From an optimization exercise on the open Yosys and OpenROAD flow, aimed at small area and a short achievable clock period; shortcuts taken in it are not production practice.
In this exercise RTL edits were held to simulation tests only and were not proved equivalent to the original.

==> flow/design.v (outline; a module is shown in full before it is edited, if it fits) <==
// module rs_syn2: 1941 lines
// module reel_block_rx: 127 lines
module reel_block_rx (
  input  wire        clk,
  input  wire        rst,
  input  wire [39:0] in_data,
  input  wire        in_valid,
  output reg  [39:0] out_data,
  output reg         out_valid,
  output reg         stat_valid,
  output reg         stat_hdr_ok,
  output reg  [7:0]  stat_blk,
  output reg  [7:0]  stat_seq,
  output reg         stat_clean_a,
  output reg         stat_clean_b
);
  // ...
==> flow/run.sh <==
#!/bin/bash
# synth_recipe.tcl (not shown) runs the flow's synth.tcl, then flattens the netlist and writes it again
# the make line also repeats each setting of config.mk as NAME=value (left out here)
make -C /OpenROAD-flow-scripts/flow DESIGN_CONFIG=/design/flow/config.mk WORK_HOME=/design/flow/orfs CLKGATE_MAP_FILE= SYNTH_SCRIPT=/design/flow/synth_recipe.tcl finish
==> flow/config.mk <==
export PLATFORM = sky130hd
export DESIGN_NAME = reel_block_rx
export DESIGN_NICKNAME = reel_block_rx
export VERILOG_FILES = /design/flow/design.v
export SDC_FILE = /design/flow/constraint.sdc
export NUM_CORES = 4
export LEC_CHECK = 0
export CAP_MARGIN = 20
export CORE_MARGIN = 2
export CORE_UTILIZATION = 75
export CTS_CLUSTER_DIAMETER = 100
export CTS_CLUSTER_SIZE = 20
export PLACE_DENSITY = 0.85
export SETUP_SLACK_MARGIN = 4.55
export SLEW_MARGIN = 20
==> flow/constraint.sdc <==
create_clock -name core_clock -period 7.0 [get_ports {clk}]
set_input_delay 1.4000 -clock core_clock [delete_from_list [all_inputs] [get_ports {clk}]]
set_output_delay 1.4000 -clock core_clock [all_outputs]
set_load 0.01 [all_outputs]
==> out/qor.yml, run 1 <==
hp-start: "blk_r[7]"
worst_pin_slew_ns: 1.257
worstReg2RegStart: "hq[38]"
grt-ovfl-total: 0
drive_gt1_share_pct: 7.118
path_cells: "buf_6"
multi_input_area_sq_um: 41190
ys_ff_latch: 1277
crit_slowest_cell: "dfxtp_4"
grt_setup_unrepaired: "true"
slew_headroom_pct: 15.63
yosys.area_share.simple_pct: 9.036
yosys-top-cells-area: "edfxtp_1 (39%), xnor2_1 (32%), xor2_1 (8.5%), dfxtp_1 (7.3%), nor2_1 (4.1%)"
synthFlopType: "edfxtp_1"
drc: 0
dp_slack_ns: 3.553
synth_top_family_by_area: "XOR/XNOR gates"
dieHeight_um: 324.6
min_path_cells: 0
synth.net_count: 6943
vias: 50925
yosysSeqAreaShare_pct: 46.09
largest_cell_class: "multi-input gates"
tritoncts: "done"
rows: 117
hold_end: "stat_blk[7]"
numSequentialCells: 1277
synthAdderAreaFrac_pct: 0.5195
synth-compound-area-share_pct: 0.6007
routed_wl_um: 219200
clockBufferCount: 120
outcome: "no timing/DRC/antenna violations"
placed_cells: 8155
grt_max_degree: 216
mostFrequentLayoutCells: "xnor2_1 (2790), edfxtp_1 (995), nor2_1 (851)"
die_w_um: 324.6
==> run 2: changes to the inputs <==
--- a/flow/config.mk
+++ b/flow/config.mk
@@ -12,4 +12,3 @@
 export CTS_CLUSTER_SIZE = 20
-export PLACE_DENSITY = 0.85
-export SETUP_SLACK_MARGIN = 4.55
+export SETUP_SLACK_MARGIN = 4.7
 export SLEW_MARGIN = 20
==> run 2 against run 1 <==
Compared with the run above: largest cell class unchanged; count of clock-buffer cells in the layout increased by 5; via count increased by 0.22%; setup slack improved by 0.027 ns.
==> out/qor.yml, run 2 <==
outcome: "no timing/DRC/antenna violations"  # unchanged
clockRootBuffer: "clkbuf_16"  # unchanged
drv_slew: 0  # unchanged
critPathRequiredTime_ns: 5.60  # about the same
routed_wl_um: 220100  # was 219200 um
ys_ff_latch: 1277  # unchanged
hold_viol: 0  # unchanged
slew_headroom_pct: 11.96  # was 15.63%
largest-register: "scr"  # unchanged
wl_per_cell_um: 26.32  # was 26.38 um
yosys_warnings: 2  # unchanged
grt-ovfl-total: 0  # unchanged
dp_slack_ns: 3.537  # was 3.553 ns
cts.path.max_buffers: 3  # unchanged
syn_area_per_cell_sq_um: 11.22  # unchanged
maxCapViolCount: 0  # unchanged
routed_via_density: 6.104  # was 6.130
design.die.area_sq_um: 105300  # unchanged
fin_tns_setup_ns: 0  # unchanged
tritoncts: "done"  # unchanged
cp_max_fo: 1  # unchanged
track_usage_pct: 40.74  # was 40.83%
yosys.cell_types.count: 44  # unchanged
cts_buffers: 73  # unchanged
yosysSeqAreaShare_pct: 46.09  # unchanged
synthTopCellsByCount: "xnor2_1 (2846), edfxtp_1 (995), nor2_1 (852), xor2_1 (752), dfxtp_1 (282)"  # unchanged
rows: 117  # unchanged
n_antenna_cell: 0  # unchanged
worstSetupEndpointType: "output pin"  # unchanged
io_pins: 104  # unchanged
drive_gt1_share_pct: 8.750  # was 7.118%
mostFrequentLayoutCells: "xnor2_1 (2759), edfxtp_1 (995), nor2_1 (851)"  # was xnor2_1 (2790), edfxtp_1 (995), nor2_1 (851)
crit_path_start_kind: "flop"  # unchanged
synth.most_common_cell: "xnor2_1"  # unchanged
worst_slack_ns: 4.456  # was 4.429 ns
syn-instance-count: 6868  # unchanged
area_growth_pct: 10.01  # was 8.177%
hold_buffers: 0  # unchanged
synth_top_area_share_pct: 38.77  # unchanged
grt_pass1_vias: 50787  # was 50642
first_pass_iters: 6  # unchanged
postRouteAntennaNets: 0  # unchanged
drt_first_iter_violations: 6697  # was 6802
clk_latency_ns: 0.69  # was 0.71 ns
yosys-top-cells-area: "edfxtp_1 (39%), xnor2_1 (32%), xor2_1 (8.5%), dfxtp_1 (7.3%), nor2_1 (4.1%)"  # unchanged
port_buffers: 103  # unchanged
hold_slack_ns: 0.3460  # was 0.3378 ns
start_util_pct: 75.64  # unchanged
largestRegisters: "scr: 58 flops, hq: 40 flops, out_data: 40 flops"  # unchanged
path_buf_inv: 1  # unchanged
core_sq_um: 101900  # unchanged
grt_max_degree: 189  # was 216
die_w_um: 324.6  # unchanged
cts_sinks: 1277  # unchanged
crit_type: "flop to output pin"  # unchanged
hold_class: "flop to flop"  # unchanged
fin_crit_ns: 2.544  # was 2.571 ns
path_clk_slew_ns: 0.08  # was 0.09 ns
maxClockFrequency_mhz: 393.0  # was 388.9 MHz
synth_edf_count: 995  # unchanged
multi_input_area_sq_um: 41890  # was 41190 sq um
setup_viol_count_final: 0  # unchanged
grt_setup_unrepaired: "true"  # unchanged
post-route-period-util_pct: 36.35  # was 36.73%
place.gp.congestion: 0.9410  # was 0.9516
synth_area_sq_um: 77070  # unchanged
vias: 51039  # was 50925
crit_slowest_cell: "dfxtp_2"  # was dfxtp_4
cts_htree_levels: 3  # unchanged
synth_top_cell_by_area: "edfxtp_1"  # unchanged
path_cells: "buf_6"  # unchanged
largest_reg_flops: 58  # unchanged
synthFlopType: "edfxtp_1"  # unchanged
antenna_found_initial: 0  # unchanged
async_flop_share_pct: 0  # unchanged
grt_pass1_wl_um: 322600  # was 322700 um
max_stage_delay_ns: 0.36  # was 0.37 ns
cp_top_family: "flip-flops"  # unchanged
layout_commonest_cell: "xnor2_1"  # unchanged
n_fill_cell: 5903  # was 6185
synth.net_count: 6943  # unchanged
dieHeight_um: 324.6  # unchanged
fin_worst_skew_ns: 0.02137  # was 0.03627 ns
layout.area.seq_sq_um: 35640  # was 35630 sq um
dp_hpwl_um: 142400  # was 144300 um
worst_pin_slew_ns: 1.311  # was 1.257 ns
nets: 7013  # was 6963
drc: 0  # unchanged
critPathArrivalTime_ns: 1.14  # was 1.17 ns
## run 2: cell counts after synthesis
No cell type changed its count.
## run 2: repair_timing
item,4_1_cts,5_1_grt
cloned,4,2
buffers inserted,34,39
pin swaps,34,25
setup endpoints to repair,1321,412
resized for setup,487,111
## run 2: cell families (layout without fill, tap and decap cells)
group,Yosys count,after routing,share of synthesized area (%)
flops,1277,1277,46.09
simple gates,1443,1445,9.036
buf+inv,393,517,1.940
compound gates,91,91,0.6007
fa+ha+maj,32,32,0.5195
xor+xnor,3631,3631,41.80
mux,1,1,0.01461
## run 2: metrics by stage
stage,cells,utilization [%],cell area (sq um)
after global routing,8362,83.22,84790
final,8362,83.22,84790
after global placement,8151,78.86,80350
after CTS,8321,82.25,83800
after detailed placement,8152,78.91,80400
after floorplan,6868,-,77580
## run 2: final cells by class
cell class	count	share of cell area [%]
clock buffers	125	2.422
clock inverters	6	0.08854
inverters	77	0.3409
multi-input cells	5200	49.41
flip-flops and latches	1277	42.04
well taps	1368	2.019
repair buffers	309	3.683
## run 2: path summary, 6_finish.rpt
path / start / to / slack (ns) / depth (start not counted)
worst max-delay path: out_data[12] / out_data[12] / 4.46 / 1
worst min register to register: blk_r[0] / stat_blk[0] / 0.35 / 0
worst min-delay path: blk_r[0] / stat_blk[0] / 0.35 / 0
worst max register to register: hq[30] / bw[15] / 4.48 / 7
## run 2: routing by layer
metal / wire, um / GRT usage (%)
met1: 80490 / 52.15
met2: 103500 / 64.96
met3: 20380 / 6.528
met4: 15790 / 25.98
met5: 0 / 0
==> run 3: changes to the inputs <==
--- a/flow/config.mk
+++ b/flow/config.mk
@@ -12,3 +12,3 @@
 export CTS_CLUSTER_SIZE = 20
-export SETUP_SLACK_MARGIN = 4.7
+export SETUP_SLACK_MARGIN = 4.5
 export SLEW_MARGIN = 20
==> run 3 against run 2 <==
Compared with the run above: routed wire length down 1.8%; via count decreased by 1.6%; final area fell by 1.9%; register-to-register slack worse by 0.03 ns; non-clock buffer count fell by 50; utilization decreased by 1.6 points; still clean; clock skew grew 0.013 ns; setup slack got worse by 0.079 ns.
==> out/qor.yml, run 3 <==
outcome: "no timing/DRC/antenna violations"  # unchanged
synth_top_area_share_pct: 38.77  # unchanged
dp_slack_ns: 3.515  # was 3.537 ns
core_sq_um: 101900  # unchanged
yosys-top-cells-area: "edfxtp_1 (39%), xnor2_1 (32%), xor2_1 (8.5%), dfxtp_1 (7.3%), nor2_1 (4.1%)"  # unchanged
rr_worst_depth: 5  # was 7
slew_headroom_pct: 27.87  # was 11.96%
hold_slack_ns: 0.3470  # was 0.3460 ns
critPathArrivalTime_ns: 1.22  # was 1.14 ns
yosysSeqAreaShare_pct: 46.09  # unchanged
synth_top_cell_by_area: "edfxtp_1"  # unchanged
largest-register: "scr"  # unchanged
io_pins: 104  # unchanged
mostFrequentLayoutCells: "xnor2_1 (2802), edfxtp_1 (995), nor2_1 (851)"  # was xnor2_1 (2759), edfxtp_1 (995), nor2_1 (851)
first_pass_iters: 7  # was 6
synthTopCellsByCount: "xnor2_1 (2846), edfxtp_1 (995), nor2_1 (852), xor2_1 (752), dfxtp_1 (282)"  # unchanged
synth.net_count: 6943  # unchanged
utilization_pct: 81.65  # was 83.22%
cp_max_fo: 1  # unchanged
setup_viol_count_final: 0  # unchanged
crit_slowest_cell: "dfxtp_4"  # was dfxtp_2
syn_area_per_cell_sq_um: 11.22  # unchanged
worstSetupEndpointType: "output pin"  # unchanged
dp_hpwl_um: 143000  # was 142400 um
wl_per_cell_um: 26.01  # was 26.32 um
grt_pass1_vias: 50179  # was 50787
cts.path.max_buffers: 3  # unchanged
drv_slew: 0  # unchanged
routed_via_density: 6.040  # was 6.104
place.gp.congestion: 0.9611  # was 0.9410
start_util_pct: 75.64  # unchanged
postRouteAntennaNets: 0  # unchanged
synth_area_sq_um: 77070  # unchanged
cp.depth: 1  # unchanged
cts_sinks: 1277  # unchanged
max_stage_delay_ns: 0.39  # was 0.36 ns
cts_buffers: 73  # unchanged
synth.most_common_cell: "xnor2_1"  # unchanged
grt_max_degree: 207  # was 189
clk_latency_ns: 0.70  # was 0.69 ns
path_cells: "buf_2"  # was buf_6
hold_viol: 0  # unchanged
maxCapViolCount: 0  # unchanged
reg2reg_slack_ns: 4.45  # was 4.48 ns
yosys.cell_types.count: 44  # unchanged
grt-ovfl-total: 0  # unchanged
area_growth_pct: 7.939  # was 10.01%
track_usage_pct: 40.41  # was 40.74%
vias: 50201  # was 51039
synth_edf_count: 995  # unchanged
critPathRequiredTime_ns: 5.60  # about the same
crit_type: "flop to output pin"  # unchanged
synthFlopType: "edfxtp_1"  # unchanged
fin_worst_skew_ns: 0.03423  # was 0.02137 ns
hold_class: "flop to flop"  # unchanged
drt_first_iter_violations: 6226  # was 6697
syn-instance-count: 6868  # unchanged
grt_setup_unrepaired: "true"  # unchanged
yosys_warnings: 2  # unchanged
nets: 6962  # was 7013
drive_gt1_share_pct: 6.972  # was 8.750%
design.die.area_sq_um: 105300  # unchanged
fin_tns_setup_ns: 0  # unchanged
worst_slack_ns: 4.377  # was 4.456 ns
ys_ff_latch: 1277  # unchanged
async_flop_share_pct: 0  # unchanged
grt_pass1_wl_um: 319700  # was 322600 um
n_fill_cell: 6265  # was 5903
dieHeight_um: 324.6  # unchanged
tritoncts: "done"  # unchanged
post-route-period-util_pct: 37.47  # was 36.35%
drc: 0  # unchanged
crit_start: "out_data[24]"  # was out_data[12]
fin_crit_ns: 2.623  # was 2.544 ns
r2r-end: "u_syn_b.s35[5]"  # was bw[15]
antenna_found_initial: 3  # was 0
path_clk_slew_ns: 0.08  # about the same
routed_wl_um: 216200  # was 220100 um
crit_path_start_kind: "flop"  # unchanged
maxClockFrequency_mhz: 381.2  # was 393.0 MHz
worst_pin_slew_ns: 1.074  # was 1.311 ns
clockRootBuffer: "clkbuf_16"  # unchanged
die_w_um: 324.6  # unchanged
cts_htree_levels: 3  # unchanged
rows: 117  # unchanged
cp_top_family: "flip-flops"  # unchanged
worstReg2RegStart: "u_syn_b.rh8[9]"  # was hq[30]
largest_reg_flops: 58  # unchanged
largestRegisters: "scr: 58 flops, hq: 40 flops, out_data: 40 flops"  # unchanged
path_buf_inv: 1  # unchanged
layout_commonest_cell: "xnor2_1"  # unchanged
port_buffers: 103  # unchanged
crit_path_end: "out_data[24]"  # was out_data[12]
hold_buffers: 0  # unchanged
[run 3: worst min-delay path by stage]
| stage | from | depth (start not counted) | slack (ns) | endpoint |
|---|---|---|---|---|
| after global routing | seq_r[6] | 0 | 0.35 | stat_seq[6] |
| after CTS | seq_r[6] | 0 | 0.34 | stat_seq[6] |
| after detailed placement | seq_r[0] | 0 | 0.33 | stat_seq[0] |
| final | seq_r[6] | 0 | 0.35 | stat_seq[6] |
| after floorplan | blk_r[0] | 0 | 0.32 | stat_blk[0] |
| after global placement | hdr_r | 0 | 0.32 | stat_hdr_ok |
[run 3: layout make-up]
cell class / instances / area [sq um] / share of cell area, %
flip-flops and latches: 1277 / 35630 / 42.83
repair buffers: 259 / 2426 / 2.916
diodes: 2 / 5.005 / 0.006016
multi-input cells: 5199 / 41020 / 49.31
clock inverters: 3 / 26.28 / 0.03159
inverters: 77 / 289.0 / 0.3474
well taps: 1368 / 1712 / 2.058
clock buffers: 127 / 2082 / 2.503
[run 3: cells by family after synthesis]
logic type / Yosys count / share of synthesized area [%]
xor+xnor: 3631 / 41.80
flops: 1277 / 46.09
compound gates: 91 / 0.6007
fa+ha+maj: 32 / 0.5195
buf+inv: 393 / 1.940
simple gates: 1443 / 9.036
mux: 1 / 0.01461
[run 3: routing by layer]
layer  wire length (um)  global-route usage (%)  part of all wire (%)  vias up
met5                 11                       0                0.0051        -
met3              19310                   7.029                   8.9      688
li1                   -                       -                     -    22197
met1              80080                   51.17                    37    24622
met2             100500                   64.85                    46     2692
met4              16290                   25.36                   7.5        2
[run 3: timing repair]
action	CTS	global route
setup buffers	11	4
gates cloned	0	2
setup endpoints to repair	768	459
gates resized for setup	384	79
pin swaps	12	12
[run 3: per-stage QoR]
step / instance area [sq um] / cells
after global placement: 80080 / 8163
final: 83190 / 8312
after floorplan: 77240 / 6868
after global routing: 83180 / 8310
after detailed placement: 80100 / 8163
after CTS: 82640 / 8304
==> run 4: changes to the inputs <==
--- a/flow/config.mk
+++ b/flow/config.mk
@@ -10,5 +10,6 @@
 export CORE_UTILIZATION = 75
+export CTS_BUF_LIST = sky130_fd_sc_hd__clkbuf_16 sky130_fd_sc_hd__clkbuf_8
 export CTS_CLUSTER_DIAMETER = 100
 export CTS_CLUSTER_SIZE = 20
-export SETUP_SLACK_MARGIN = 4.5
+export SETUP_SLACK_MARGIN = 4.55
 export SLEW_MARGIN = 20
==> run 4 against run 3 <==
Compared with the run above: largest cell class unchanged; setup slack improved by 0.041 ns; critical path depth did not move; clock skew is 0.010 ns lower.
==> out/qor.yml, run 4 <==
synthFlopType: "edfxtp_1"  # unchanged
fin_worst_skew_ns: 0.02387  # was 0.03423 ns
placed_cells: 8156  # was 8163
busiest_layer: "met2"  # unchanged
rows: 117  # unchanged
track_usage_pct: 40.22  # was 40.41%
fin_crit_ns: 2.582  # was 2.623 ns
crit_slowest_cell: "dfxtp_4"  # unchanged
cp_max_fo: 1  # unchanged
largest_reg_flops: 58  # unchanged
r2r-end: "bw[6]"  # was u_syn_b.s35[5]
area_growth_pct: 8.148  # was 7.939%
crit_path_start_kind: "flop"  # unchanged
yosys-top-cells-area: "edfxtp_1 (39%), xnor2_1 (32%), xor2_1 (8.5%), dfxtp_1 (7.3%), nor2_1 (4.1%)"  # unchanged
critPathArrivalTime_ns: 1.18  # was 1.22 ns
cp_top_family: "flip-flops"  # unchanged
drt_first_iter_violations: 6223  # was 6226
wl_per_cell_um: 26.04  # was 26.01 um
synthTopCellsByCount: "xnor2_1 (2846), edfxtp_1 (995), nor2_1 (852), xor2_1 (752), dfxtp_1 (282)"  # unchanged
layout_commonest_cell: "xnor2_1"  # unchanged
mostFrequentLayoutCells: "xnor2_1 (2794), edfxtp_1 (995), nor2_1 (851)"  # was xnor2_1 (2802), edfxtp_1 (995), nor2_1 (851)
final_cell_count_no_fill: 8310  # was 8312
drive_gt1_share_pct: 7.188  # was 6.972%
crit_type: "flop to output pin"  # unchanged
design.die.area_sq_um: 105300  # unchanged
cts.path.max_buffers: 3  # unchanged
grt-ovfl-total: 0  # unchanged
reg2reg_slack_ns: 4.46  # was 4.45 ns
synth_top_area_share_pct: 38.77  # unchanged
nets: 6962  # unchanged
syn-instance-count: 6868  # unchanged
path_buf_inv: 1  # unchanged
use_met3_pct: 6.076  # was 7.029%
synth_area_sq_um: 77070  # unchanged
tritoncts: "done"  # unchanged
hold_viol: 0  # unchanged
synth.most_common_cell: "xnor2_1"  # unchanged
min_path_cells: 0  # unchanged
yosys_warnings: 2  # unchanged
ys_ff_latch: 1277  # unchanged
yosysSeqAreaShare_pct: 46.09  # unchanged
drc: 0  # unchanged
synth_top_cell_by_area: "edfxtp_1"  # unchanged
largest-register: "scr"  # unchanged
path_clk_slew_ns: 0.08  # about the same
grt_pass1_wl_um: 318200  # was 319700 um
utilization_pct: 81.81  # was 81.65%
async_flop_share_pct: 0  # unchanged
clockRootBuffer: "clkbuf_16"  # unchanged
place.gp.congestion: 0.9371  # was 0.9611
synth.net_count: 6943  # unchanged
routed_wl_um: 216400  # was 216200 um
antenna_found_initial: 1  # was 3
hold_end: "stat_seq[1]"  # was stat_seq[6]
hp-start: "seq_r[1]"  # was seq_r[6]
worstReg2RegStart: "hq[25]"  # was u_syn_b.rh8[9]
n_antenna_cell: 0  # was 2
yosys.cell_types.count: 44  # unchanged
slew_headroom_pct: 20.40  # was 27.87%
fin_tns_setup_ns: 0  # unchanged
hold_slack_ns: 0.3484  # was 0.3470 ns
dp_hpwl_um: 142300  # was 143000 um
vias: 50467  # was 50201
maxCapViolCount: 0  # unchanged
grt_setup_unrepaired: "true"  # unchanged
largestRegisters: "scr: 58 flops, hq: 40 flops, out_data: 40 flops"  # unchanged
postRouteAntennaNets: 0  # unchanged
port_buffers: 103  # unchanged
n_fill_cell: 6245  # was 6265
hold_class: "flop to flop"  # unchanged
post-route-period-util_pct: 36.88  # was 37.47%
start_util_pct: 75.64  # unchanged
worst_pin_slew_ns: 1.185  # was 1.074 ns
routed_via_density: 6.073  # was 6.040
clk_latency_ns: 0.70  # about the same
use_met1_pct: 52.12  # was 51.17%
worstSetupEndpointType: "output pin"  # unchanged
path_cells: "buf_6"  # was buf_2
core_sq_um: 101900  # unchanged
die_w_um: 324.6  # unchanged
rr_worst_depth: 6  # was 5
drv_slew: 0  # unchanged
setup_viol_count_final: 0  # unchanged
maxClockFrequency_mhz: 387.3  # was 381.2 MHz
grt_use_met2_pct: 63.99  # was 64.85%
dieHeight_um: 324.6  # unchanged
max_stage_delay_ns: 0.37  # was 0.39 ns
cts_sinks: 1277  # unchanged
io_pins: 104  # unchanged
hold_buffers: 0  # unchanged
first_pass_iters: 6  # was 7
outcome: "no timing/DRC/antenna violations"  # unchanged
cts_buffers: 73  # unchanged
critPathRequiredTime_ns: 5.60  # about the same
syn_area_per_cell_sq_um: 11.22  # unchanged
cts_htree_levels: 3  # unchanged
grt_max_degree: 202  # was 207
grt_pass1_vias: 50137  # was 50179
synth_edf_count: 995  # unchanged
==> run 4: metrics by stage <==
step	area [sq um]	worst slack, ns
floorplan	77270	-1.050
global placement	80040	3.324
detailed placement	80060	3.460
CTS	82820	4.399
global route	83350	4.380
finish	83350	4.418
==> run 4: layout make-up <==
cell class | count | area, sq um | share of cell area [%]
clock buffers | 75 | 1877 | 2.252
clock inverters | 55 | 262.8 | 0.3152
inverters | 77 | 289.0 | 0.3468
multi-input cells | 5200 | 41170 | 49.40
flip-flops and latches | 1277 | 35630 | 42.75
well taps | 1368 | 1712 | 2.054
repair buffers | 258 | 2406 | 2.887
==> run 4: metal layers <==
layer / part of all wire (%) / routed length [um]
met2: 46 / 99960
met5: 0 / 0
met1: 37 / 80450
met3: 9.1 / 19600
met4: 7.6 / 16410
==> run 4: logic make-up (layout without fill, tap and decap cells) <==
kind of cell / count (synthesis) / count (layout) / synth area share [%]
flops: 1277 / 1277 / 46.09
xor+xnor: 3631 / 3631 / 41.80
buf+inv: 393 / 465 / 1.940
fa+ha+maj: 32 / 32 / 0.5195
compound gates: 91 / 91 / 0.6007
mux: 1 / 1 / 0.01461
simple gates: 1443 / 1445 / 9.036
==> run 4: timing repair <==
action                     in CTS  in global routing
pin swaps                      24                 15
setup endpoints to repair     802                401
gates cloned                    0                  3
setup buffers                  19                  2
resized for setup             399                 80
==> run 4: worst max-delay path by stage <==
stage                  from            to  slack (ns)  cells after the start
2_1_floorplan            pv      blk_r[0]       -1.05                      1
3_3_place_gp       in_valid       scr[57]        3.32                      5
3_5_place_dp       in_valid       scr[43]        3.46                      4
4_1_cts        out_data[14]  out_data[14]        4.40                      1
5_1_grt              hq[25]         bw[6]        4.38                      6
6_report       out_data[14]  out_data[14]        4.42                      1
==> run 5: changes to the inputs <==
--- a/flow/config.mk
+++ b/flow/config.mk
@@ -9,4 +9,3 @@
 export CORE_MARGIN = 2
-export CORE_UTILIZATION = 75
-export CTS_BUF_LIST = sky130_fd_sc_hd__clkbuf_16 sky130_fd_sc_hd__clkbuf_8
+export CORE_UTILIZATION = 70
 export CTS_CLUSTER_DIAMETER = 100
==> run 5 against run 4 <==
Compared with the run above: via count down 1.4%; cell count up 0.69%; synthesized cell count unchanged; setup slack better by 0.015 ns; routed wire length up 0.85%; sequential share of layout area down 0.12 points; global-route usage down 1.9 points; critical path type is now flop to flop; critical endpoint is now bw[6]; largest cell class unchanged.
==> out/qor.yml, run 5 <==
fin_crit_ns: 2.567  # was 2.582 ns
io_pins: 104  # unchanged
fin_worst_skew_ns: 0.02620  # was 0.02387 ns
crit_type: "flop to flop"  # was flop to output pin
hold_viol: 0  # unchanged
synth_top_area_share_pct: 38.77  # unchanged
yosys_warnings: 2  # unchanged
routed_wl_um: 218300  # was 216400 um
largest-register: "scr"  # unchanged
syn-instance-count: 6868  # unchanged
path_clk_slew_ns: 0.08  # about the same
antenna_found_initial: 1  # unchanged
critPathRequiredTime_ns: 7.56  # was 5.60 ns
dieHeight_um: 335.8  # was 324.6 um
hold_slack_ns: 0.3473  # was 0.3484 ns
synthFlopType: "edfxtp_1"  # unchanged
n_fill_cell: 7342  # was 6245
routed_via_density: 5.948  # was 6.073
grt_max_degree: 194  # was 202
synth.net_count: 6943  # unchanged
port_buffers: 103  # unchanged
worst_pin_slew_ns: 1.202  # was 1.185 ns
worstSetupEndpointType: "flop"  # was output pin
drc: 0  # unchanged
crit_start: "hq[33]"  # was out_data[14]
grt_pass1_wl_um: 320000  # was 318200 um
tritoncts: "done"  # unchanged
rows: 121  # was 117
synth_area_sq_um: 77070  # unchanged
grt-ovfl-total: 0  # unchanged
maxCapViolCount: 0  # unchanged
critPathArrivalTime_ns: 3.13  # was 1.18 ns
grt_setup_unrepaired: "true"  # unchanged
yosys.cell_types.count: 44  # unchanged
synth-compound-area-share_pct: 0.6007  # unchanged
synthMuxAreaShare_pct: 0.01461  # unchanged
drt_first_iter_violations: 5917  # was 6223
synthXorXnorAreaFrac_pct: 41.80  # unchanged
design.die.area_sq_um: 112800  # was 105300 sq um
synth_edf_count: 995  # unchanged
cts.path.max_buffers: 3  # unchanged
postRouteAntennaNets: 0  # unchanged
synth.most_common_cell: "xnor2_1"  # unchanged
n_antenna_cell: 0  # unchanged
setup_viol_count_final: 0  # unchanged
vias: 49769  # was 50467
maxClockFrequency_mhz: 389.5  # was 387.3 MHz
largestRegisters: "scr: 58 flops, hq: 40 flops, out_data: 40 flops"  # unchanged
outcome: "no timing/DRC/antenna violations"  # unchanged
grt_pass1_vias: 49321  # was 50137
utilization_pct: 76.68  # was 81.81%
cts_buffers: 73  # unchanged
wl_per_cell_um: 26.09  # was 26.04 um
first_pass_iters: 5  # was 6
ys_ff_latch: 1277  # unchanged
synth_top_family_by_area: "XOR/XNOR gates"  # unchanged
rr_worst_depth: 6  # unchanged
dp_hpwl_um: 145200  # was 142300 um
clockRootBuffer: "clkbuf_16"  # unchanged
layout_commonest_cell: "xnor2_1"  # unchanged
post-route-period-util_pct: 36.67  # was 36.88%
cts_htree_levels: 3  # unchanged
hold_class: "flop to flop"  # unchanged
clk_latency_ns: 0.70  # about the same
start_util_pct: 70.70  # was 75.64%
largest_reg_flops: 58  # unchanged
worstReg2RegStart: "hq[33]"  # was hq[25]
mostFrequentLayoutCells: "xnor2_1 (2793), edfxtp_1 (995), nor2_1 (851)"  # was xnor2_1 (2794), edfxtp_1 (995), nor2_1 (851)
synthTopCellsByCount: "xnor2_1 (2846), edfxtp_1 (995), nor2_1 (852), xor2_1 (752), dfxtp_1 (282)"  # unchanged
crit_path_start_kind: "flop"  # unchanged
yosys-top-cells-area: "edfxtp_1 (39%), xnor2_1 (32%), xor2_1 (8.5%), dfxtp_1 (7.3%), nor2_1 (4.1%)"  # unchanged
cts_sinks: 1277  # unchanged
synthAdderAreaFrac_pct: 0.5195  # unchanged
async_flop_share_pct: 0  # unchanged
r2r-end: "bw[6]"  # unchanged
core_sq_um: 109000  # was 101900 sq um
yosys.area_share.simple_pct: 9.036  # unchanged
drive_gt1_share_pct: 7.349  # was 7.188%
syn_area_per_cell_sq_um: 11.22  # unchanged
cp_max_fo: 4  # was 1
place.gp.congestion: 0.9503  # was 0.9371
synth_top_cell_by_area: "edfxtp_1"  # unchanged
slew_headroom_pct: 19.61  # was 20.40%
crit_path_end: "bw[6]"  # was out_data[14]
reg2reg_slack_ns: 4.43  # was 4.46 ns
nets: 6975  # was 6962
area_growth_pct: 8.452  # was 8.148%
die_w_um: 335.8  # was 324.6 um
yosysSeqAreaShare_pct: 46.09  # unchanged
track_usage_pct: 38.36  # was 40.22%
drv_slew: 0  # unchanged
[run 5: changes by cell type in the layout (fill, tap and decap cells not counted), sizes merged]
cell    change
inv        -47
clkbuf     +46
nor2        -1
buf        +13
bufbuf      +1
clkinv      -1
[run 5: what timing repair did]
item | in CTS | in global routing
buffers inserted | 22 | 10
gates cloned | 2 | 1
resized for setup | 397 | 84
pin swaps | 20 | 15
setup endpoints to repair | 410 | 161
hold buffers | 0 | 0
[run 5: how the worst min path moves through the flow]
stage | from | endpoint | slack, ns | depth (start not counted)
2_1_floorplan | blk_r[0] | stat_blk[0] | 0.32 | 0
3_3_place_gp | seq_r[7] | stat_seq[7] | 0.32 | 0
3_5_place_dp | blk_r[0] | stat_blk[0] | 0.33 | 0
4_1_cts | blk_r[0] | stat_blk[0] | 0.35 | 0
5_1_grt | blk_r[0] | stat_blk[0] | 0.35 | 0
6_report | blk_r[0] | stat_blk[0] | 0.35 | 0
[run 5: area by class of cell]
cell class / count / area, sq um / share of cell area (%)
Tap cell: 1414 / 1769 / 2.117
Sequential cell: 1277 / 35630 / 42.63
Clock inverter: 7 / 80.08 / 0.09580
Inverter: 77 / 289.0 / 0.3458
Timing Repair Buffer: 272 / 2589 / 3.097
Clock buffer: 121 / 2028 / 2.427
Multi-Input combinational cell: 5199 / 41200 / 49.29
[run 5: kinds of logic after synthesis]
kind of cell	count (synthesis)
buffers and inverters	393
xor gates and xnor gates	3631
and+or+nand+nor	1443
AOI/OAI and AO/OA	91
adders and majority gates	32
muxes	1
DFF	1277
[run 5: critical path, stage by stage, from the launching register on]
cell and delay [ns]:
dfxtp_4 0.39, xor3_2 0.51, xnor2_2 0.18, xnor2_1 0.28
xnor3_2 0.55, xnor2_4 0.20, xor3_1 0.32
[run 5: per-layer routing]
layer	GRT usage [%]	routed length, um	part of all wire (%)	vias to the layer above
met1	49.94	83660	38	24482
met2	62.05	102600	47	2506
li1	-	-	-	22215
met3	5.311	17850	8.2	566
met5	0	0	0	-
met4	21.70	14190	6.5	0
[run 5: stage by stage]
stage	instances	setup TNS [ns]	worst slack, ns	area (sq um)
after CTS	8355	0	4.397	82920
final	8367	0	4.433	83580
after global routing	8367	0	4.393	83580
after detailed placement	8203	0	3.745	80180
after global placement	8202	0	3.589	80140
after floorplan	6868	-311.59	-1.050	77270
==> run 6: changes to the inputs <==
--- a/flow/config.mk
+++ b/flow/config.mk
@@ -9,3 +9,3 @@
 export CORE_MARGIN = 2
-export CORE_UTILIZATION = 70
+export CORE_UTILIZATION = 75
 export CTS_CLUSTER_DIAMETER = 100
==> run 6 against run 5 <==
Compared with the run above: setup slack worse by 0.014 ns; fmax is 0.54% lower; worst hold slack worse by 0.0037 ns; first-iteration DRC count is 5.9% higher; routed wire length is 0.81% lower; area after synthesis stayed put; critical path type is now flop to output pin.
==> out/qor.yml, run 6 <==
outcome: "no timing/DRC/antenna violations"  # unchanged
design.die.area_sq_um: 105300  # was 112800 sq um
synth.most_common_cell: "xnor2_1"  # unchanged
drt_first_iter_violations: 6267  # was 5917
synth-compound-area-share_pct: 0.6007  # unchanged
yosys.area_share.simple_pct: 9.036  # unchanged
fin_tns_setup_ns: 0  # unchanged
yosysSeqAreaShare_pct: 46.09  # unchanged
drc: 0  # unchanged
synth_top_family_by_area: "XOR/XNOR gates"  # unchanged
synth.net_count: 6943  # unchanged
largest-register: "scr"  # unchanged
wl_per_cell_um: 26.05  # was 26.09 um
tritoncts: "done"  # unchanged
fin_worst_skew_ns: 0.01694  # was 0.02620 ns
postRouteAntennaNets: 0  # unchanged
dieHeight_um: 324.6  # was 335.8 um
dpl_cell_area_sq_um: 80060  # was 80180 sq um
crit_path_start_kind: "flop"  # unchanged
clockRootBuffer: "clkbuf_16"  # unchanged
synthXorXnorAreaFrac_pct: 41.80  # unchanged
grt-ovfl-total: 0  # unchanged
syn_area_per_cell_sq_um: 11.22  # unchanged
n_antenna_cell: 0  # unchanged
synthTopCellsByCount: "xnor2_1 (2846), edfxtp_1 (995), nor2_1 (852), xor2_1 (752), dfxtp_1 (282)"  # unchanged
setup_viol_count_final: 0  # unchanged
synth_edf_count: 995  # unchanged
drv_slew: 0  # unchanged
path_buf_inv: 1  # was 0
clk_latency_ns: 0.70  # about the same
cts.path.max_buffers: 3  # unchanged
track_usage_pct: 40.22  # was 38.36%
fin_crit_ns: 2.581  # was 2.567 ns
async_flop_share_pct: 0  # unchanged
post-route-period-util_pct: 36.87  # was 36.67%
nets: 6962  # was 6975
die_w_um: 324.6  # was 335.8 um
routed_wl_um: 216500  # was 218300 um
synth_top_cell_by_area: "edfxtp_1"  # unchanged
cp_top_family: "flip-flops"  # was XOR/XNOR gates
grt_max_degree: 202  # was 194
syn-instance-count: 6868  # unchanged
yosys-top-cells-area: "edfxtp_1 (39%), xnor2_1 (32%), xor2_1 (8.5%), dfxtp_1 (7.3%), nor2_1 (4.1%)"  # unchanged
max_stage_delay_ns: 0.37  # was 0.55 ns
area_growth_pct: 8.148  # was 8.452%
mostFrequentLayoutCells: "xnor2_1 (2794), edfxtp_1 (995), nor2_1 (851)"  # was xnor2_1 (2793), edfxtp_1 (995), nor2_1 (851)
worst_pin_slew_ns: 1.215  # was 1.202 ns
port_buffers: 103  # unchanged
maxCapViolCount: 0  # unchanged
grt_setup_unrepaired: "true"  # unchanged
synth_area_sq_um: 77070  # unchanged
cts_buffers: 73  # unchanged
hold_viol: 0  # unchanged
largestRegisters: "scr: 58 flops, hq: 40 flops, out_data: 40 flops"  # unchanged
path_clk_slew_ns: 0.08  # about the same
grt_pass1_vias: 50138  # was 49321
design_area_sq_um: 83350  # was 83580 sq um
ys_ff_latch: 1277  # unchanged
maxClockFrequency_mhz: 387.4  # was 389.5 MHz
routed_via_density: 6.066  # was 5.948
layout_commonest_cell: "xnor2_1"  # unchanged
n_fill_cell: 6245  # was 7342
core_sq_um: 101900  # was 109000 sq um
synthMuxAreaShare_pct: 0.01461  # unchanged
synth_top_area_share_pct: 38.77  # unchanged
path_cells: "buf_6"  # was xor3_2 -> xnor2_2 -> xnor2_1 -> xnor3_2 -> xnor2_4 -> xor3_1
grt_pass1_wl_um: 318100  # was 320000 um
dp_hpwl_um: 142300  # was 145200 um
crit_type: "flop to output pin"  # was flop to flop
io_pins: 104  # unchanged
slew_headroom_pct: 18.44  # was 19.61%
hold_class: "flop to flop"  # unchanged
largest_reg_flops: 58  # unchanged
synthAdderAreaFrac_pct: 0.5195  # unchanged
start_util_pct: 75.64  # was 70.70%
place.gp.congestion: 0.9371  # was 0.9503
cts_sinks: 1277  # unchanged
crit_slowest_cell: "dfxtp_4"  # was xnor3_2
critPathArrivalTime_ns: 1.18  # was 3.13 ns
first_pass_iters: 6  # was 5
drive_gt1_share_pct: 7.188  # was 7.349%
rows: 117  # was 121
cts_htree_levels: 3  # unchanged
yosys.cell_types.count: 44  # unchanged
worstSetupEndpointType: "output pin"  # was flop
yosys_warnings: 2  # unchanged
antenna_found_initial: 1  # unchanged
vias: 50411  # was 49769
critPathRequiredTime_ns: 5.60  # was 7.56 ns
synthFlopType: "edfxtp_1"  # unchanged
cp_max_fo: 1  # was 4
run 6: cell families after synthesis:
logic type / count (synthesis)
AOI/OAI and AO/OA: 91
buffers and inverters: 393
and+or+nand+nor: 1443
adders and majority gates: 32
muxes: 1
DFF: 1277
xor gates and xnor gates: 3631
run 6: layer usage:
layer  vias to the layer above  GRT usage, %  wire, um
met5                         -             0         0
met4                         0         25.10     16180
met3                       726         6.082     20340
met2                      2897         63.99    100100
met1                     24610         52.10     79850
li1                      22178             -         -
run 6: what timing repair did:
action / in CTS / in global routing
gates cloned: 0 / 3
hold buffers: 0 / 0
setup endpoints to repair: 802 / 400
pin swaps: 24 / 15
setup buffers: 19 / 2
gates resized for setup: 399 / 80
run 6: area by class of cell:
cell class              instances  area [sq um]  share of cell area (%)
repair buffers                258          2406                   2.887
multi-input cells            5200         41170                   49.40
flip-flops and latches       1277         35630                   42.75
clock inverters                 6         78.83                 0.09457
inverters                      77         289.0                  0.3468
clock buffers                 124          2061                   2.472
well taps                    1368          1712                   2.054
run 6: path summary, 6_finish.rpt:
path	startpoint	end	slack, ns	depth (start not counted)
setup reg to reg	u_syn_a.rl9[2]	u_syn_a.s43[2]	4.44	4
hold / removal	seq_r[7]	stat_seq[7]	0.34	0
hold reg to reg	seq_r[7]	stat_seq[7]	0.34	0
setup / recovery	out_data[14]	out_data[14]	4.42	1
run 6: per-stage QoR:
stage	instances	setup WS, ns	util [%]	hold slack [ns]
after floorplan	6868	-1.050	-	0.3233
after global placement	8156	3.324	78.56	0.3244
after detailed placement	8156	3.460	78.58	0.3296
after CTS	8305	4.399	81.29	0.3444
after global routing	8310	4.380	81.81	0.3438
final	8310	4.419	81.81	0.3436
==> run 7: changes to the inputs <==
--- a/flow/config.mk
+++ b/flow/config.mk
@@ -12,3 +12,3 @@
 export CTS_CLUSTER_SIZE = 20
-export SETUP_SLACK_MARGIN = 4.55
+export SETUP_SLACK_MARGIN = 4.6
 export SLEW_MARGIN = 20
==> run 7 against run 6 <==
Compared with the run above: still clean on timing, DRC and antenna; fmax decreased by 1.8%; die area unchanged; count of clock-buffer cells in the layout decreased by 1; utilization increased by 0.57 points; register-to-register slack got worse by 0.07 ns; sequential share of layout area decreased by 0.30 points; non-clock buffer count increased by 23; flip-flop and latch count unchanged; routed wire length increased by 0.95%; critical path type is now flop to flop.
==> out/qor.yml, run 7 <==
fin_tns_setup_ns: 0  # unchanged
drc: 0  # unchanged
yosysSeqAreaShare_pct: 46.09  # unchanged
crit_slowest_cell: "xnor3_2"  # was dfxtp_4
grt_setup_unrepaired: "true"  # unchanged
hold_buffers: 0  # unchanged
hold_slack_ns: 0.3476  # was 0.3436 ns
post-route-period-util_pct: 37.54  # was 36.87%
outcome: "no timing/DRC/antenna violations"  # unchanged
syn_area_per_cell_sq_um: 11.22  # unchanged
largest-register: "scr"  # unchanged
cts_sinks: 1277  # unchanged
cp_common_cell: "xnor2_4"
setup_viol_count_final: 0  # unchanged
first_pass_iters: 6  # unchanged
synthTopCellsByCount: "xnor2_1 (2846), edfxtp_1 (995), nor2_1 (852), xor2_1 (752), dfxtp_1 (282)"  # unchanged
worst_pin_slew_ns: 1.259  # was 1.215 ns
ys_ff_latch: 1277  # unchanged
cp_top_family: "XOR/XNOR gates"  # was flip-flops
max_stage_delay_ns: 0.56  # was 0.37 ns
syn-instance-count: 6868  # unchanged
yosys_warnings: 2  # unchanged
rows: 117  # unchanged
critPathArrivalTime_ns: 3.18  # was 1.18 ns
antenna_found_initial: 0  # was 1
synth.net_count: 6943  # unchanged
drive_gt1_share_pct: 7.812  # was 7.188%
path_cells: "xor3_2 -> xnor2_4 -> xnor2_2 -> xnor3_2 -> xnor2_4 -> xor3_1"  # was buf_6
worstSetupEndpointType: "flop"  # was output pin
yosys.cell_types.count: 44  # unchanged
cts_htree_levels: 3  # unchanged
async_flop_share_pct: 0  # unchanged
synth.most_common_cell: "xnor2_1"  # unchanged
fin_crit_ns: 2.628  # was 2.581 ns
yosys-top-cells-area: "edfxtp_1 (39%), xnor2_1 (32%), xor2_1 (8.5%), dfxtp_1 (7.3%), nor2_1 (4.1%)"  # unchanged
drv_slew: 0  # unchanged
grt_pass1_vias: 50195  # was 50138
final_cell_count_no_fill: 8333  # was 8310
cts.path.max_buffers: 3  # unchanged
io_pins: 104  # unchanged
vias: 50835  # was 50411
largest_reg_flops: 58  # unchanged
area_growth_pct: 8.908  # was 8.148%
wl_per_cell_um: 26.23  # was 26.05 um
synth_top_area_share_pct: 38.77  # unchanged
dieHeight_um: 324.6  # unchanged
synth_edf_count: 995  # unchanged
clk_latency_ns: 0.69  # was 0.70 ns
tritoncts: "done"  # unchanged
critPathRequiredTime_ns: 7.56  # was 5.60 ns
synthFlopType: "edfxtp_1"  # unchanged
mostFrequentLayoutCells: "xnor2_1 (2776), edfxtp_1 (995), nor2_1 (851)"  # was xnor2_1 (2794), edfxtp_1 (995), nor2_1 (851)
cts_buffers: 73  # unchanged
routed_via_density: 6.100  # was 6.066
die_w_um: 324.6  # unchanged
port_buffers: 103  # unchanged
clockRootBuffer: "clkbuf_16"  # unchanged
fin_worst_skew_ns: 0.02424  # was 0.01694 ns
synth_area_sq_um: 77070  # unchanged
hold_viol: 0  # unchanged
grt_pass1_wl_um: 319700  # was 318100 um
crit_type: "flop to flop"  # was flop to output pin
postRouteAntennaNets: 0  # unchanged
synth_top_cell_by_area: "edfxtp_1"  # unchanged
start_util_pct: 75.64  # unchanged
largestRegisters: "scr: 58 flops, hq: 40 flops, out_data: 40 flops"  # unchanged
track_usage_pct: 40.29  # was 40.22%
hold_class: "flop to flop"  # unchanged
slew_headroom_pct: 15.48  # was 18.44%
crit_path_start_kind: "flop"  # unchanged
core_sq_um: 101900  # unchanged
nets: 6984  # was 6962
layout_commonest_cell: "xnor2_1"  # unchanged
path_clk_slew_ns: 0.08  # about the same
maxCapViolCount: 0  # unchanged
placed_cells: 8160  # was 8156
place.gp.congestion: 0.9308  # was 0.9371
maxClockFrequency_mhz: 380.6  # was 387.4 MHz
design.die.area_sq_um: 105300  # unchanged
grt_max_degree: 192  # was 202
grt-ovfl-total: 0  # unchanged
dp_hpwl_um: 143500  # was 142300 um
routed_wl_um: 218500  # was 216500 um
path_buf_inv: 0  # was 1
cp_max_fo: 5  # was 1
drt_first_iter_violations: 6940  # was 6267
run 7: final timing paths:
path         startpoint           to  slack (ns)  cells past startpoint
max              hq[33]        bw[6]        4.37                      6
min            seq_r[3]  stat_seq[3]        0.35                      0
max reg2reg      hq[33]        bw[6]        4.37                      6
min reg2reg    seq_r[3]  stat_seq[3]        0.35                      0
run 7: cell families after synthesis:
logic type	after synthesis	synth area share (%)
xor+xnor	3631	41.80
compound gates	91	0.6007
simple gates	1443	9.036
flops	1277	46.09
mux	1	0.01461
fa+ha+maj	32	0.5195
buf+inv	393	1.940
run 7: metal layers:
layer	GRT usage (%)	share of wire, %	up-vias
li1	-	-	22245
met1	52.94	37	24899
met2	64.25	46	2968
met3	5.514	9.2	723
met4	23.97	7.3	0
met5	0	0	-
run 7: worst reg2reg max path: cells and delay by family, from the launching register on:
family / cells / cell delay (ns)
xor+xnor: 6 / 2.12
flops: 1 / 0.39
run 7: area by class of cell:
cell class	count	area, sq um
antenna	1	2.502
fill	6134	17950
tap	1368	1712
multi-input combinational	5199	41550
sequential	1277	35640
timing repair buffer	281	2626
inverter	77	289.0
clock buffer	123	2036
clock inverter	7	80.08
run 7: what timing repair did:
action | CTS | global route
setup buffers | 21 | 19
gates cloned | 0 | 2
pin swaps | 17 | 22
gates resized for setup | 425 | 97
endpoints found under the setup margin | 643 | 147
run 7: metrics by stage:
stage	worst slack [ns]	cell area [sq um]	utilization, %
after floorplan	-1.050	77340	-
after global placement	3.585	80180	78.69
after detailed placement	3.479	80190	78.71
after CTS	4.248	83140	81.60
after global routing	4.328	83930	82.38
final	4.372	83940	82.38
==> run 8: changes to the inputs <==
--- a/flow/config.mk
+++ b/flow/config.mk
@@ -7,3 +7,3 @@
 export LEC_CHECK = 0
-export CAP_MARGIN = 20
+export CAP_MARGIN = 0
 export CORE_MARGIN = 2
@@ -12,3 +12,3 @@
 export CTS_CLUSTER_SIZE = 20
-export SETUP_SLACK_MARGIN = 4.6
-export SLEW_MARGIN = 20
+export SETUP_SLACK_MARGIN = 4.55
+export SLEW_MARGIN = 0
==> run 8 against run 7 <==
Compared with the run above: sequential share of layout area increased by 0.32 points; count of clock-buffer cells in the layout is 5 higher; first-iteration DRC count decreased by 4.4%; clock skew down 0.0012 ns; critical endpoint is now out_data[14]; final area fell by 0.75%.
==> out/qor.yml, run 8 <==
routed_via_density: 6.063  # was 6.100
track_usage_pct: 40.27  # was 40.29%
async_flop_share_pct: 0  # unchanged
start_util_pct: 75.64  # unchanged
cts_sinks: 1277  # unchanged
antenna_found_initial: 0  # unchanged
cp_max_fo: 1  # was 5
design_area_sq_um: 83300  # was 83940 sq um
place.gp.congestion: 0.9371  # was 0.9308
core_sq_um: 101900  # unchanged
yosys-top-cells-area: "edfxtp_1 (39%), xnor2_1 (32%), xor2_1 (8.5%), dfxtp_1 (7.3%), nor2_1 (4.1%)"  # unchanged
fin_crit_ns: 2.572  # was 2.628 ns
clockRootBuffer: "clkbuf_16"  # unchanged
port_buffers: 103  # unchanged
path_buf_inv: 1  # was 0
cp_top_family: "flip-flops"  # was XOR/XNOR gates
ys_ff_latch: 1277  # unchanged
cts.path.max_buffers: 3  # unchanged
setup_viol_count_final: 0  # unchanged
crit_path_start_kind: "flop"  # unchanged
n_fill_cell: 6193  # was 6134
final_cell_count_no_fill: 8309  # was 8333
synth_top_cell_by_area: "edfxtp_1"  # unchanged
hold_buffers: 0  # unchanged
rows: 117  # unchanged
outcome: "no timing/DRC/antenna violations"  # unchanged
mostFrequentLayoutCells: "xnor2_1 (2797), edfxtp_1 (995), nor2_1 (851)"  # was xnor2_1 (2776), edfxtp_1 (995), nor2_1 (851)
utilization_pct: 81.76  # was 82.38%
n_antenna_cell: 0  # was 1
yosys.cell_types.count: 44  # unchanged
largest-register: "scr"  # unchanged
yosysSeqAreaShare_pct: 46.09  # unchanged
grt_pass1_wl_um: 318800  # was 319700 um
synth.most_common_cell: "xnor2_1"  # unchanged
cts_buffers: 73  # unchanged
drv_slew: 0  # unchanged
clk_latency_ns: 0.69  # about the same
nets: 6960  # was 6984
largestRegisters: "scr: 58 flops, hq: 40 flops, out_data: 40 flops"  # unchanged
grt_max_degree: 202  # was 192
crit_type: "flop to output pin"  # was flop to flop
wl_per_cell_um: 26.03  # was 26.23 um
vias: 50381  # was 50835
tritoncts: "done"  # unchanged
die_w_um: 324.6  # unchanged
crit_slowest_cell: "dfxtp_4"  # was xnor3_2
placed_cells: 8156  # was 8160
largest_reg_flops: 58  # unchanged
dpl_cell_area_sq_um: 80040  # was 80190 sq um
fin_worst_skew_ns: 0.02307  # was 0.02424 ns
dp_hpwl_um: 142200  # was 143500 um
worst_pin_slew_ns: 1.261  # was 1.259 ns
postRouteAntennaNets: 0  # unchanged
grt_setup_unrepaired: "true"  # unchanged
drive_gt1_share_pct: 7.132  # was 7.812%
max_stage_delay_ns: 0.37  # was 0.56 ns
worstSetupEndpointType: "output pin"  # was flop
io_pins: 104  # unchanged
synth.net_count: 6943  # unchanged
syn_area_per_cell_sq_um: 11.22  # unchanged
synthTopCellsByCount: "xnor2_1 (2846), edfxtp_1 (995), nor2_1 (852), xor2_1 (752), dfxtp_1 (282)"  # unchanged
synth_edf_count: 995  # unchanged
first_pass_iters: 8  # was 6
path_cells: "buf_6"  # was xor3_2 -> xnor2_4 -> xnor2_2 -> xnor3_2 -> xnor2_4 -> xor3_1
yosys_warnings: 2  # unchanged
routed_wl_um: 216300  # was 218500 um
drc: 0  # unchanged
maxClockFrequency_mhz: 388.8  # was 380.6 MHz
design.die.area_sq_um: 105300  # unchanged
synth_area_sq_um: 77070  # unchanged
synth_top_area_share_pct: 38.77  # unchanged
hold_viol: 0  # unchanged
layout_commonest_cell: "xnor2_1"  # unchanged
grt-ovfl-total: 0  # unchanged
critPathArrivalTime_ns: 1.17  # was 3.18 ns
area_growth_pct: 8.088  # was 8.908%
post-route-period-util_pct: 36.74  # was 37.54%
hold_slack_ns: 0.3500  # was 0.3476 ns
cts_htree_levels: 3  # unchanged
path_clk_slew_ns: 0.09  # was 0.08 ns
maxCapViolCount: 0  # unchanged
hold_class: "flop to flop"  # unchanged
synthFlopType: "edfxtp_1"  # unchanged
slew_headroom_pct: 15.33  # was 15.48%
critPathRequiredTime_ns: 5.60  # was 7.56 ns
syn-instance-count: 6868  # unchanged
drt_first_iter_violations: 6632  # was 6940
grt_pass1_vias: 50082  # was 50195
dieHeight_um: 324.6  # unchanged
[run 8: changes by cell type in the layout (fill, tap and decap cells not counted), moves of 5 or more]
cell | previous run | this run
xnor2_2 | 57 | 43
buf_4 | 135 | 129
buf_6 | 71 | 57
xnor2_4 | 21 | 14
buf_2 | 21 | 16
xor2_4 | 26 | 15
xnor2_1 | 2776 | 2797
xor2_2 | 33 | 40
[run 8: repair_timing]
action	CTS	global route
resized for setup	406	71
setup buffers	14	6
cloned	0	2
endpoints found under the setup margin	791	319
pin swaps	19	6
[run 8: final timing paths]
path | startpoint | end | slack, ns | cells past startpoint
setup / recovery | out_data[14] | out_data[14] | 4.43 | 1
hold / removal | seq_r[4] | stat_seq[4] | 0.35 | 0
setup reg to reg | u_syn_b.rl8[1] | u_syn_b.s22[1] | 4.47 | 4
hold reg to reg | seq_r[4] | stat_seq[4] | 0.35 | 0
[run 8: layout make-up]
type                            count  area [sq um]  share of cell area (%)
Tap cell                         1368          1712                   2.055
Multi-Input combinational cell   5199         41160                   49.41
Sequential cell                  1277         35630                   42.77
Clock buffer                      128          2097                   2.517
Inverter                           77         289.0                  0.3470
Clock inverter                      3         30.03                 0.03605
Timing Repair Buffer              257          2384                   2.861
[run 8: logic make-up (layout without fill, tap and decap cells)]
kind of cell	count (synthesis)	count (layout)	synth area share [%]
compound gates	91	91	0.6007
flops	1277	1277	46.09
fa+ha+maj	32	32	0.5195
mux	1	1	0.01461
simple gates	1443	1444	9.036
xor+xnor	3631	3631	41.80
buf+inv	393	465	1.940
[run 8: metrics by stage]
stage	worst slack (ns)	TNS (ns)
3_3_place_gp	3.324	0
4_1_cts	4.409	0
3_5_place_dp	3.286	0
2_1_floorplan	-1.050	-311.59
5_1_grt	4.410	0
6_report	4.428	0
[run 8: metal layers]
metal | up-vias | share of wire, % | GRT usage (%)
met5 | - | 0 | 0
met4 | 0 | 7.2 | 24.59
met3 | 713 | 9.2 | 5.984
met2 | 2955 | 47 | 64.66
met1 | 24500 | 37 | 51.94
li1 | 22213 | - | -
==> run 9: changes to the inputs <==
--- a/flow/config.mk
+++ b/flow/config.mk
@@ -7,5 +7,5 @@
 export LEC_CHECK = 0
-export CAP_MARGIN = 0
+export CAP_MARGIN = 5
 export CORE_MARGIN = 2
-export CORE_UTILIZATION = 75
+export CORE_UTILIZATION = 80
 export CTS_CLUSTER_DIAMETER = 100
@@ -13,2 +13,2 @@
 export SETUP_SLACK_MARGIN = 4.55
-export SLEW_MARGIN = 0
+export SLEW_MARGIN = 5
==> run 9 against run 8 <==
Compared with the run above: still clean on timing, DRC and antenna; via count grew 4.5%; clock skew up 0.0064 ns; global-route usage rose by 4.1 points; area after synthesis unchanged; fmax shrank 0.31%; count of clock-buffer cells in the layout decreased by 9; flip-flop and latch count did not move; sequential share of layout area about the same; register-to-register slack got worse by 0.04 ns; cell count is 1.2% lower; highest routed layer is now met5.
==> out/qor.yml, run 9 <==
synth_edf_count: 995  # unchanged
hold_buffers: 0  # unchanged
crit_path_start_kind: "flop"  # unchanged
cts_buffers: 73  # unchanged
drv_slew: 0  # unchanged
n_antenna_cell: 0  # unchanged
largest-register: "scr"  # unchanged
placed_cells: 8052  # was 8156
grt_pass1_vias: 52527  # was 50082
design.die.area_sq_um: 98840  # was 105300 sq um
nets: 6966  # was 6960
crit_slowest_cell: "dfxtp_4"  # unchanged
fin_crit_ns: 2.580  # was 2.572 ns
yosys-top-cells-area: "edfxtp_1 (39%), xnor2_1 (32%), xor2_1 (8.5%), dfxtp_1 (7.3%), nor2_1 (4.1%)"  # unchanged
synthXorXnorAreaFrac_pct: 41.80  # unchanged
synthAdderAreaFrac_pct: 0.5195  # unchanged
grt_pass1_wl_um: 327100  # was 318800 um
slew_headroom_pct: 13.51  # was 15.33%
dieHeight_um: 314.4  # was 324.6 um
largestRegisters: "scr: 58 flops, hq: 40 flops, out_data: 40 flops"  # unchanged
largest_reg_flops: 58  # unchanged
routed_wl_um: 225900  # was 216300 um
clk_latency_ns: 0.69  # about the same
synth_area_sq_um: 77070  # unchanged
max_stage_delay_ns: 0.38  # was 0.37 ns
synthMuxAreaShare_pct: 0.01461  # unchanged
n_fill_cell: 4709  # was 6193
core_sq_um: 95290  # was 101900 sq um
grt_setup_unrepaired: "true"  # unchanged
syn-instance-count: 6868  # unchanged
crit_type: "flop to output pin"  # unchanged
yosysSeqAreaShare_pct: 46.09  # unchanged
outcome: "no timing/DRC/antenna violations"  # unchanged
port_buffers: 103  # unchanged
worst_pin_slew_ns: 1.288  # was 1.261 ns
cts.path.max_buffers: 3  # unchanged
synth-compound-area-share_pct: 0.6007  # unchanged
synth_top_family_by_area: "XOR/XNOR gates"  # unchanged
reg2reg_slack_ns: 4.43  # was 4.47 ns
setup_viol_count_final: 0  # unchanged
grt_max_degree: 194  # was 202
final_cell_count_no_fill: 8206  # was 8309
first_pass_iters: 6  # was 8
postRouteAntennaNets: 0  # unchanged
routed_via_density: 6.414  # was 6.063
wl_per_cell_um: 27.52  # was 26.03 um
yosys.area_share.simple_pct: 9.036  # unchanged
yosys.cell_types.count: 44  # unchanged
die_w_um: 314.4  # was 324.6 um
ys_ff_latch: 1277  # unchanged
dp_hpwl_um: 145200  # was 142200 um
mostFrequentLayoutCells: "xnor2_1 (2796), edfxtp_1 (995), nor2_1 (851)"  # was xnor2_1 (2797), edfxtp_1 (995), nor2_1 (851)
cts_htree_levels: 3  # unchanged
synthTopCellsByCount: "xnor2_1 (2846), edfxtp_1 (995), nor2_1 (852), xor2_1 (752), dfxtp_1 (282)"  # unchanged
tritoncts: "done"  # unchanged
synth_top_cell_by_area: "edfxtp_1"  # unchanged
cts_sinks: 1277  # unchanged
rows: 113  # was 117
cp_max_fo: 1  # unchanged
syn_area_per_cell_sq_um: 11.22  # unchanged
yosys_warnings: 2  # unchanged
maxClockFrequency_mhz: 387.6  # was 388.8 MHz
io_pins: 104  # unchanged
hold_viol: 0  # unchanged
synthFlopType: "edfxtp_1"  # unchanged
synth_top_area_share_pct: 38.77  # unchanged
track_usage_pct: 44.37  # was 40.27%
async_flop_share_pct: 0  # unchanged
fin_tns_setup_ns: 0  # unchanged
grt-ovfl-total: 0  # unchanged
maxCapViolCount: 0  # unchanged
place.gp.congestion: 0.9616  # was 0.9371
area_growth_pct: 8.192  # was 8.088%
fin_worst_skew_ns: 0.02943  # was 0.02307 ns
cp_top_family: "flip-flops"  # unchanged
layout_commonest_cell: "xnor2_1"  # unchanged
path_clk_slew_ns: 0.09  # about the same
hold_slack_ns: 0.3484  # was 0.3500 ns
drt_first_iter_violations: 7942  # was 6632
synth.net_count: 6943  # unchanged
antenna_found_initial: 4  # was 0
start_util_pct: 80.88  # was 75.64%
post-route-period-util_pct: 36.86  # was 36.74%
worstSetupEndpointType: "output pin"  # unchanged
clockRootBuffer: "clkbuf_16"  # unchanged
hold_class: "flop to flop"  # unchanged
drive_gt1_share_pct: 7.333  # was 7.132%
synth.most_common_cell: "xnor2_1"  # unchanged
vias: 52637  # was 50381
path_cells: "buf_6"  # unchanged
critPathArrivalTime_ns: 1.18  # was 1.17 ns
drc: 0  # unchanged
path_buf_inv: 1  # unchanged
critPathRequiredTime_ns: 5.60  # about the same
## run 9: cell counts after synthesis
Identical to the previous run, type by type.
## run 9: final cells by class
type                       instances  area, sq um  share of cell area (%)
multi-input combinational       5199        41250                   49.47
sequential                      1277        35640                   42.74
timing repair buffer             263         2517                   3.019
clock buffer                     119         2031                   2.435
tap                             1265         1583                   1.898
inverter                          77        289.0                  0.3466
clock inverter                     6        75.07                 0.09003
## run 9: cell families (layout without fill, tap and decap cells)
logic type | Yosys count | in the layout
XOR/XNOR | 3631 | 3631
AND/OR/NAND/NOR | 1443 | 1444
flip-flops | 1277 | 1277
buffers and inverters | 393 | 465
AO/OA/AOI/OAI | 91 | 91
adder cells (fa/ha/maj) | 32 | 32
multiplexers | 1 | 1
## run 9: repair_timing
item | 4_1_cts | 5_1_grt
gates resized for setup | 428 | 81
pin swaps | 21 | 8
cloned | 1 | 1
endpoints found under the setup margin | 579 | 266
buffers inserted | 23 | 4
## run 9: path summary, 6_finish.rpt
check | start | endpoint | cells past startpoint
setup / recovery | out_data[17] | out_data[17] | 1
hold / removal | blk_r[0] | stat_blk[0] | 0
setup reg to reg | hq[33] | bw[6] | 7
hold reg to reg | blk_r[0] | stat_blk[0] | 0
## run 9: routing by layer
| metal | part of all wire, % | vias up | GRT usage, % |
|---|---|---|---|
| met3 | 11 | 1046 | 8.458 |
| met2 | 45 | 3841 | 70.02 |
| li1 | - | 22207 | - |
| met4 | 8.7 | 4 | 31.82 |
| met1 | 35 | 25539 | 55.21 |
| met5 | 0.012 | - | 0 |
## run 9: metrics by stage
stage | area, sq um | util [%] | setup slack [ns]
after floorplan | 77270 | - | -1.050
after global placement | 79880 | 83.83 | 3.615
after detailed placement | 79890 | 83.83 | 3.444
after CTS | 82800 | 86.89 | 4.403
after global routing | 83380 | 87.50 | 4.389
final | 83380 | 87.50 | 4.420

-- static timing again, ports no longer ideal --
Ports are ideal in the flow. The routed layouts listed here were re-timed in OpenROAD.
Step 1 sets driving cells, clkbuf_16 on the clock port and buf_2 on the other inputs (assumed; they add their load-dependent delay and slew).
Step 2, shift: input delay + t, output delay - t, t = (earliest + latest rising clock arrival at the registers) / 2. This alone moves slack from input paths to output paths.
a / b / c = no drivers / after step 1 / after step 2; a / b = the first two.
run	t, ns	setup WS [ns]	hold WS [ns]	cell pins on the clock port's net
run 1	0.764	4.429 / 4.351 / 3.789	0.338 / 0.338 / 0.338	1
run 2	0.759	4.456 / 4.374 / 3.951	0.346 / 0.346 / 0.346	1
run 3	0.767	4.377 / 4.292 / 3.781	0.347 / 0.347 / 0.347	1
run 4	0.774	4.418 / 4.336 / 3.895	0.348 / 0.348 / 0.348	1
run 5	0.769	4.433 / 4.354 / 3.795	0.347 / 0.347 / 0.347	1
run 6	0.772	4.419 / 4.336 / 3.892	0.344 / 0.344 / 0.344	1
run 7	0.756	4.372 / 4.352 / 3.841	0.348 / 0.348 / 0.348	1
run 8	0.758	4.428 / 4.346 / 3.854	0.350 / 0.350 / 0.350	1
run 9	0.758	4.420 / 4.341 / 3.812	0.348 / 0.348 / 0.348	1
After both steps setup and hold are still met in every run listed. The setup slack of run 1, which loses most, moves by -0.078 ns with the drivers and by -0.640 ns with both steps.
